What follows belongs to an exercise in optimizing a design on an open flow for small area, a short achievable clock period and few clock cycles per item; a production flow would make more cautious choices. Where RTL was checked, it was by simulation tests only, not by an equivalence proof against the original.

== before ==
==> flow/design.v <==
module merge_alu (
    input  wire [63:0] a,         
    input  wire [63:0] b,         
    input  wire [2:0]  sb,        
    input  wire [2:0]  tgt,       
    input  wire        cin,       
    output wire [63:0] s,         
    output wire        cmsb       
);
    wire [63:0] p = a ^ b;
    wire [63:0] g = a & b;
    wire [63:0] gl [0:3];
    wire [63:0] pl [0:3];
    assign gl[0] = g;
    assign pl[0] = p;
    genvar l, j, k;
    generate
        for (l = 0; l < 3; l = l + 1) begin : lvl
            for (j = 0; j < 64; j = j + 1) begin : bt
                if (((j % 8) >> l) & 1) begin : cmb
                    localparam integer q = (j & ~((1 << l) - 1)) - 1;
                    assign gl[l+1][j] = gl[l][j] | (pl[l][j] & gl[l][q]);
                    assign pl[l+1][j] = pl[l][j] & pl[l][q];
                end else begin : pas
                    assign gl[l+1][j] = gl[l][j];
                    assign pl[l+1][j] = pl[l][j];
                end
            end
        end
    endgenerate
    wire [7:0] bg0, bp0;
    generate
        for (k = 0; k < 8; k = k + 1) begin : bsig
            wire gk = (k == tgt) ? gl[3][8*k+6] : gl[3][8*k+7];
            wire pk = (k == tgt) ? pl[3][8*k+6] : pl[3][8*k+7];
            assign bg0[k] = (k > tgt) ? 1'b0 : (k == sb) ? (gk | (pk & cin)) : gk;
            assign bp0[k] = (k > tgt) ? 1'b1 : (k == sb) ? 1'b0 : pk;
        end
    endgenerate
    wire [7:0] bg [0:3];
    wire [7:0] bp [0:3];
    assign bg[0] = bg0;
    assign bp[0] = bp0;
    generate
        for (l = 0; l < 3; l = l + 1) begin : blvl
            for (k = 0; k < 8; k = k + 1) begin : bb
                if ((k >> l) & 1) begin : cmb
                    localparam integer q = (k & ~((1 << l) - 1)) - 1;
                    assign bg[l+1][k] = bg[l][k] | (bp[l][k] & bg[l][q]);
                    assign bp[l+1][k] = bp[l][k] & bp[l][q];
                end else begin : pas
                    assign bg[l+1][k] = bg[l][k];
                    assign bp[l+1][k] = bp[l][k];
                end
            end
        end
    endgenerate
    wire [7:0] bco = bg[3];
    assign cmsb = bco[7];
    wire [63:0] ci;
    generate
        for (k = 0; k < 8; k = k + 1) begin : cin_b
            wire cb;
            if (k == 0) begin : b0
                assign cb = cin;
            end else begin : bk
                assign cb = (k == sb) ? cin : bco[k-1];
            end
            assign ci[8*k] = cb;
            for (j = 1; j < 8; j = j + 1) begin : cbit
                assign ci[8*k+j] = gl[3][8*k+j-1] | (pl[3][8*k+j-1] & cb);
            end
        end
    endgenerate
    assign s = p ^ ci;
endmodule
module slot_merge_unit (
    input  wire        clk,
    input  wire        rst,
    input  wire        in_valid,
    output wire        in_ready,
    input  wire        in_first,
    input  wire        in_last,
    input  wire [63:0] in_v,
    input  wire        in_t,
    input  wire        in_f,
    input  wire [1:0]  in_lane,
    input  wire [2:0]  in_action,
    input  wire [3:0]  in_op,
    input  wire [5:0]  in_ofs,
    input  wire [5:0]  in_width_m1,
    input  wire        in_bad,
    input  wire        in_bad_policy,
    input  wire [63:0] in_x,
    output reg         out_valid,
    input  wire        out_ready,
    output reg  [63:0] out_v,
    output reg         out_t,
    output reg         out_f,
    output reg         out_collide,
    output reg         out_invalid,
    output reg         out_saturated,
    output reg  [3:0]  out_skipped
);
    localparam ACT_WRITE = 3'd2, ACT_MERGE = 3'd3;
    wire in_mg  = (in_action == ACT_MERGE);
    wire in_sub = in_mg && ((in_op == 4'h2) || (in_op == 4'h3) || (in_op == 4'h4) || (in_op == 4'h5));
    wire in_cnt = in_mg && (in_op == 4'hA);
    wire [63:0] in_xc = in_cnt ? {63'd0, in_x[0]} : in_x;
    wire [63:0] in_y  = (in_xc << {in_ofs[5:3], 3'b000}) ^ {64{in_sub}};
    reg        rdy_q;
    reg        s1v;
    reg [63:0] sy;
    reg [5:0]  sofs, swm1;
    reg [3:0]  sop;
    reg        swr, smg, ssub, sbad, sbp, sfirst, slast;
    reg [63:0] v0;
    reg        t0, f0;
    reg [1:0]  lane;
    assign in_ready = rdy_q;
    wire take = in_valid && rdy_q;
    always @(posedge clk) begin
        sy     <= in_y;
        sofs   <= in_ofs;
        swm1   <= in_width_m1;
        sop    <= in_op;
        swr    <= (in_action == ACT_WRITE);
        smg    <= in_mg;
        ssub   <= in_sub;
        sbad   <= in_bad;
        sbp    <= in_bad_policy;
        sfirst <= in_first;
        slast  <= in_last;
        if (take && in_first) begin
            v0   <= in_v;
            t0   <= in_t;
            f0   <= in_f;
            lane <= in_lane;
        end
    end
    reg [63:0] acc;
    reg        any_wr_q, wbad_q, bpi_q, done_q, sat_q;
    reg [3:0]  skip_q;
    reg        acc_done;
    wire op_or   = (sop == 4'h0);
    wire op_and  = (sop == 4'h1);
    wire op_min  = (sop == 4'h2) || (sop == 4'h3);
    wire op_max  = (sop == 4'h4) || (sop == 4'h5);
    wire op_sgn  = (sop == 4'h3) || (sop == 4'h5);
    wire op_fst  = (sop == 4'h6);
    wire op_bset = (sop == 4'h7);
    wire op_sumu = (sop == 4'h8) || (sop == 4'hA);
    wire op_sums = (sop == 4'h9);
    wire op_xor  = (sop == 4'hB);
    wire op_lane = op_min || op_max || op_sumu || op_sums;
    reg [5:0] lm1;
    always @* begin
        case (lane)
            2'd0: lm1 = 6'd7;
            2'd1: lm1 = 6'd15;
            2'd2: lm1 = 6'd31;
            default: lm1 = 6'd63;
        endcase
    end
    wire [2:0]  sb   = sofs[5:3];
    wire [2:0]  tgt  = sofs[5:3] | lm1[5:3];
    wire [63:0] s;
    wire        cm;
    merge_alu u_alu (
        .a(v0), .b(sy), .sb(sb), .tgt(tgt), .cin(ssub), .s(s), .cmsb(cm)
    );
    wire an_t = v0[{tgt, 3'd7}];
    wire bn_t = sy[{tgt, 3'd7}];
    wire as_t = an_t ^ op_sgn;
    wire bs_t = bn_t ^ op_sgn;
    wire ge1 = as_t || bs_t,  ge0 = as_t && bs_t;      
    wire co1 = an_t || bn_t,  co0 = an_t && bn_t;      
    wire ov1 = !an_t && !bn_t, ov0 = an_t && bn_t;     
    wire sel_s1 = (op_sumu && !co1) || (op_sums && !ov1);
    wire sel_s0 = (op_sumu && !co0) || (op_sums && !ov0);
    wire sel_x1 = (op_min && ge1) || (op_max && !ge1);
    wire sel_x0 = (op_min && ge0) || (op_max && !ge0);
    wire sel_v1 = (op_min && !ge1) || (op_max && ge1);
    wire sel_v0 = (op_min && !ge0) || (op_max && ge0);
    wire sel_s = cm ? sel_s1 : sel_s0;
    wire sel_x = cm ? sel_x1 : sel_x0;
    wire sel_v = cm ? sel_v1 : sel_v0;
    wire sel_1 = op_sumu && (cm ? co1 : co0);
    wire sel_c = op_sums && (cm ? ov1 : ov0);
    integer i;
    wire       mg_bset = smg && op_bset;
    wire [5:0] lo = mg_bset ? sy[5:0] : sofs;
    wire [5:0] hi = mg_bset ? sy[5:0] : (smg && op_lane) ? (sofs | lm1) : (sofs + swm1);
    wire [63:0] xs = sy << sofs[2:0];
    reg [63:0] fld, lmsb;
    always @* begin
        for (i = 0; i < 64; i = i + 1) begin
            fld[i] = (i >= lo) && (i <= hi);
            case (lane)
                2'd0: lmsb[i] = (i % 8  == 7);
                2'd1: lmsb[i] = (i % 16 == 15);
                2'd2: lmsb[i] = (i % 32 == 31);
                default: lmsb[i] = (i == 63);
            endcase
        end
    end
    reg [3:0] tt;    
    always @* begin
        if (swr || op_fst) tt = 4'b1010;
        else if (op_or)    tt = 4'b1110;
        else if (op_and)   tt = 4'b1000;
        else if (op_xor)   tt = 4'b0110;
        else if (op_bset)  tt = 4'b1111;
        else               tt = {sel_v, sel_v || sel_x, 1'b0, sel_x};
    end
    wire sum_op = !swr && (op_sumu || op_sums);
    reg [63:0] f;
    always @* begin
        for (i = 0; i < 64; i = i + 1)
            f[i] = tt[{v0[i], xs[i]}] ||
                   (sum_op && ((sel_s && s[i]) || sel_1 || (sel_c && !(lmsb[i] ^ an_t))));
    end
    wire       sat_t = sel_1 || sel_c;
    wire bpi_cur  = !sfirst && bpi_q;
    wire contrib  = !(op_fst && t0) && !(op_bset && sy[7]);
    wire apply    = smg && !sbad && contrib;
    wire en       = s1v && ((swr && !t0) || (apply && !bpi_cur));
    wire zero_b   = s1v && swr && !t0 && (sfirst || !any_wr_q);
    wire v0_b     = s1v && !zero_b && (sfirst || (smg && sbad && sbp));
    wire acc_b    = !zero_b && !v0_b;
    wire [63:0] base = ({64{v0_b}} & v0) | ({64{acc_b}} & acc);
    wire [63:0] fm   = fld & {64{en}};
    wire [63:0] acc_n = (fm & f) | (~fm & base);
    wire        any_wr_n = s1v ? ((!sfirst && any_wr_q) || swr) : any_wr_q;
    wire        wbad_n   = s1v ? ((!sfirst && wbad_q) || (swr && sbad)) : wbad_q;
    wire        bpi_n    = s1v ? (bpi_cur || (smg && sbad && sbp)) : bpi_q;
    wire        done_n   = s1v ? ((!sfirst && done_q) || apply) : done_q;
    wire        sat_n    = s1v ? ((!sfirst && sat_q) || (apply && sat_t)) : sat_q;
    wire [3:0]  skip_n   = s1v ? ((sfirst ? 4'd0 : skip_q) + {3'd0, smg && sbad}) : skip_q;
    wire out_free = !out_valid || out_ready;
    wire fin      = s1v && slast;
    wire load     = out_free && (acc_done || fin);
    wire acc_done_n = (acc_done || fin) && !out_free;
    wire out_valid_n = load || (out_valid && !out_ready);
    wire s1v_n    = take;
    always @(posedge clk) begin
        acc      <= acc_n;
        any_wr_q <= any_wr_n;
        wbad_q   <= wbad_n;
        bpi_q    <= bpi_n;
        done_q   <= done_n;
        sat_q    <= sat_n;
        skip_q   <= skip_n;
        if (load) begin
            out_v         <= acc_n;
            out_t         <= t0 || any_wr_n || bpi_n || done_n;
            out_f         <= any_wr_n ? (t0 ? f0 : !wbad_n) : (f0 && !bpi_n);
            out_collide   <= any_wr_n && t0;
            out_invalid   <= (any_wr_n && !t0 && wbad_n) || bpi_n;
            out_saturated <= sat_n && !bpi_n;
            out_skipped   <= bpi_n ? 4'd0 : skip_n;
        end
        if (rst) begin
            s1v       <= 1'b0;
            acc_done  <= 1'b0;
            out_valid <= 1'b0;
            rdy_q     <= 1'b1;
        end else begin
            s1v       <= s1v_n;
            acc_done  <= acc_done_n;
            out_valid <= out_valid_n;
            rdy_q     <= !acc_done_n && !(s1v_n && in_last && out_valid_n);
        end
    end
endmodule
==> flow/config.mk <==
export PLATFORM = sky130hd
export DESIGN_NAME = slot_merge_unit
export DESIGN_NICKNAME = slot_merge_unit
export VERILOG_FILES = /design/flow/design.v
export SDC_FILE = /design/flow/constraint.sdc
export NUM_CORES = 8
export LEC_CHECK = 0
export CAP_MARGIN = 20
export CORE_MARGIN = 2
export CORE_UTILIZATION = 40
export SETUP_SLACK_MARGIN = 2.0
export SLEW_MARGIN = 40
==> flow/constraint.sdc <==
create_clock -name core_clock -period 22.0 [get_ports {clk}]
set_input_delay 4.4000 -clock core_clock [delete_from_list [all_inputs] [get_ports {clk}]]
set_output_delay 4.4000 -clock core_clock [all_outputs]
set_load 0.01 [all_outputs]
standard.sh (not shown) runs the stock make flow with config.mk's settings and CLKGATE_MAP_FILE= SYNTH_SCRIPT=/design/flow/synth_recipe.tcl, a recipe that flattens the netlist after the stock synthesis.
==> flow/flow/run.sh <==
#!/bin/bash
# Standard synthesis, then the standard layout with three changes: ORFS's
# timing repair aims for a larger setup margin, the port buffers are buf_1,
# and clock tree synthesis inserts no dummy loads. The clock period and all
# constraints are unchanged.
set -euo pipefail
bash standard.sh synth > synth.log 2>&1
sed "s/SETUP_SLACK_MARGIN=[0-9.]*/SETUP_SLACK_MARGIN=16.5 'BUFFER_PORTS_ARGS=-buffer_cell sky130_fd_sc_hd__buf_1' 'CTS_ARGS=-sink_clustering_enable -repair_clock_nets -dont_use_dummy_load'/" standard.sh > layout.sh
bash layout.sh > layout.log 2>&1
Testbench counts of before, summed over its fixed seeds: cycles 50,915, slots 12,000.
Input changes introduced in after (baseline for comparison: before):
--- a/flow/design.v
+++ b/flow/design.v
@@ -106,25 +106,32 @@
     wire in_mg  = (in_action == ACT_MERGE);
     wire in_sub = in_mg && ((in_op == 4'h2) || (in_op == 4'h3) || (in_op == 4'h4) || (in_op == 4'h5));
     wire in_cnt = in_mg && (in_op == 4'hA);
     wire [63:0] in_xc = in_cnt ? {63'd0, in_x[0]} : in_x;
     wire [63:0] in_y  = (in_xc << {in_ofs[5:3], 3'b000}) ^ {64{in_sub}};
+    reg  [1:0] lane;
+    wire [1:0] in_ln   = in_first ? in_lane : lane;
+    wire [2:0] in_lm   = {in_ln == 2'd3, in_ln[1], in_ln != 2'd0};    
+    wire in_lop  = in_mg && ((in_op == 4'h2) || (in_op == 4'h3) || (in_op == 4'h4) || (in_op == 4'h5) ||
+                             (in_op == 4'h8) || (in_op == 4'h9) || (in_op == 4'hA));
+    wire in_bset = in_mg && (in_op == 4'h7);
+    wire [5:0] in_lo = in_bset ? in_x[5:0] : in_ofs;
+    wire [5:0] in_hi = in_bset ? in_x[5:0] : in_lop ? {in_ofs[5:3] | in_lm, 3'b111} : (in_ofs + in_width_m1);
     reg        rdy_q;
     reg        s1v;
     reg [63:0] sy;
-    reg [5:0]  sofs, swm1;
+    reg [5:0]  slo, shi;
     reg [3:0]  sop;
     reg        swr, smg, ssub, sbad, sbp, sfirst, slast;
     reg [63:0] v0;
     reg        t0, f0;
-    reg [1:0]  lane;
     assign in_ready = rdy_q;
     wire take = in_valid && rdy_q;
     always @(posedge clk) begin
         sy     <= in_y;
-        sofs   <= in_ofs;
-        swm1   <= in_width_m1;
+        slo    <= in_lo;
+        shi    <= in_hi;
         sop    <= in_op;
         swr    <= (in_action == ACT_WRITE);
         smg    <= in_mg;
         ssub   <= in_sub;
         sbad   <= in_bad;
@@ -150,22 +157,12 @@
     wire op_fst  = (sop == 4'h6);
     wire op_bset = (sop == 4'h7);
     wire op_sumu = (sop == 4'h8) || (sop == 4'hA);
     wire op_sums = (sop == 4'h9);
     wire op_xor  = (sop == 4'hB);
-    wire op_lane = op_min || op_max || op_sumu || op_sums;
-    reg [5:0] lm1;
-    always @* begin
-        case (lane)
-            2'd0: lm1 = 6'd7;
-            2'd1: lm1 = 6'd15;
-            2'd2: lm1 = 6'd31;
-            default: lm1 = 6'd63;
-        endcase
-    end
-    wire [2:0]  sb   = sofs[5:3];
-    wire [2:0]  tgt  = sofs[5:3] | lm1[5:3];
+    wire [2:0]  sb   = slo[5:3];
+    wire [2:0]  tgt  = shi[5:3];
     wire [63:0] s;
     wire        cm;
     merge_alu u_alu (
         .a(v0), .b(sy), .sb(sb), .tgt(tgt), .cin(ssub), .s(s), .cmsb(cm)
     );
@@ -186,24 +183,16 @@
     wire sel_x = cm ? sel_x1 : sel_x0;
     wire sel_v = cm ? sel_v1 : sel_v0;
     wire sel_1 = op_sumu && (cm ? co1 : co0);
     wire sel_c = op_sums && (cm ? ov1 : ov0);
     integer i;
-    wire       mg_bset = smg && op_bset;
-    wire [5:0] lo = mg_bset ? sy[5:0] : sofs;
-    wire [5:0] hi = mg_bset ? sy[5:0] : (smg && op_lane) ? (sofs | lm1) : (sofs + swm1);
-    wire [63:0] xs = sy << sofs[2:0];
+    wire [63:0] xs = sy << slo[2:0];
     reg [63:0] fld, lmsb;
     always @* begin
         for (i = 0; i < 64; i = i + 1) begin
-            fld[i] = (i >= lo) && (i <= hi);
-            case (lane)
-                2'd0: lmsb[i] = (i % 8  == 7);
-                2'd1: lmsb[i] = (i % 16 == 15);
-                2'd2: lmsb[i] = (i % 32 == 31);
-                default: lmsb[i] = (i == 63);
-            endcase
+            fld[i]  = (i >= slo) && (i <= shi);
+            lmsb[i] = (i % 8 == 7) && (i / 8 == shi[5:3]);    
         end
     end
     reg [3:0] tt;    
     always @* begin
         if (swr || op_fst) tt = 4'b1010;
==> comparison <==
after vs before, final-layout clock buffer total went up by 2.8%.
Against before, after reports a count of fill cells added during filler insertion that is higher.
The non-clock buffer count in after sits 4 above the value recorded for before.
Cell count (higher): after
STATUS clock period minus worst slack: after loses against before
Of after and before, the lower wire length reported by the detailed router belongs to before.
after ended up with a lower sequential share of layout area than before did.
In after, the wire length on met2 came out 2300 µm above the value in before.
Of the two values seen for launch point of the critical path, rdy_q was produced by after and out_v[63] by before.
Changes observed in after relative to before: sequential share of the synthesized area -0.49 points; hold slack +0.011 ns.
Function not checked in after: the RTL went through the layout flow alone.

[separate check: timing with driven ports]
The flow's constraints put no driver on any port. The routed layouts listed below were extracted and timed again, unchanged, in two steps. Step 1 (the two cells are an assumption about what drives the block):
set clk [get_ports {clk}]
set_driving_cell -lib_cell sky130_fd_sc_hd__clkbuf_16 $clk
set_driving_cell -lib_cell sky130_fd_sc_hd__buf_2 [delete_from_list [all_inputs] $clk]
Step 2 moves the port delays by t, midway between the first and last clock arrival at a register: inputs arrive t later, outputs are due t later. That takes back most of the time a late clock gives input paths. Three values: ideal ports, drivers, drivers and shift; two values: the first two.
| run | shift t [ns] | slack for setup (ns) | latest minus earliest clock arrival (ns) | cell pins on the clock port's net |
|---|---|---|---|---|
| before | 0.605 | 16.472 / 16.415 / 16.002 | 0.042 / 0.042 | 1 |
| after | 0.603 | 16.405 / 16.347 / 15.965 | 0.050 / 0.049 | 1 |
After both steps setup and hold are still met in every run listed. The setup slack of before, which loses most, moves by -0.057 ns with the drivers and by -0.470 ns with both steps.
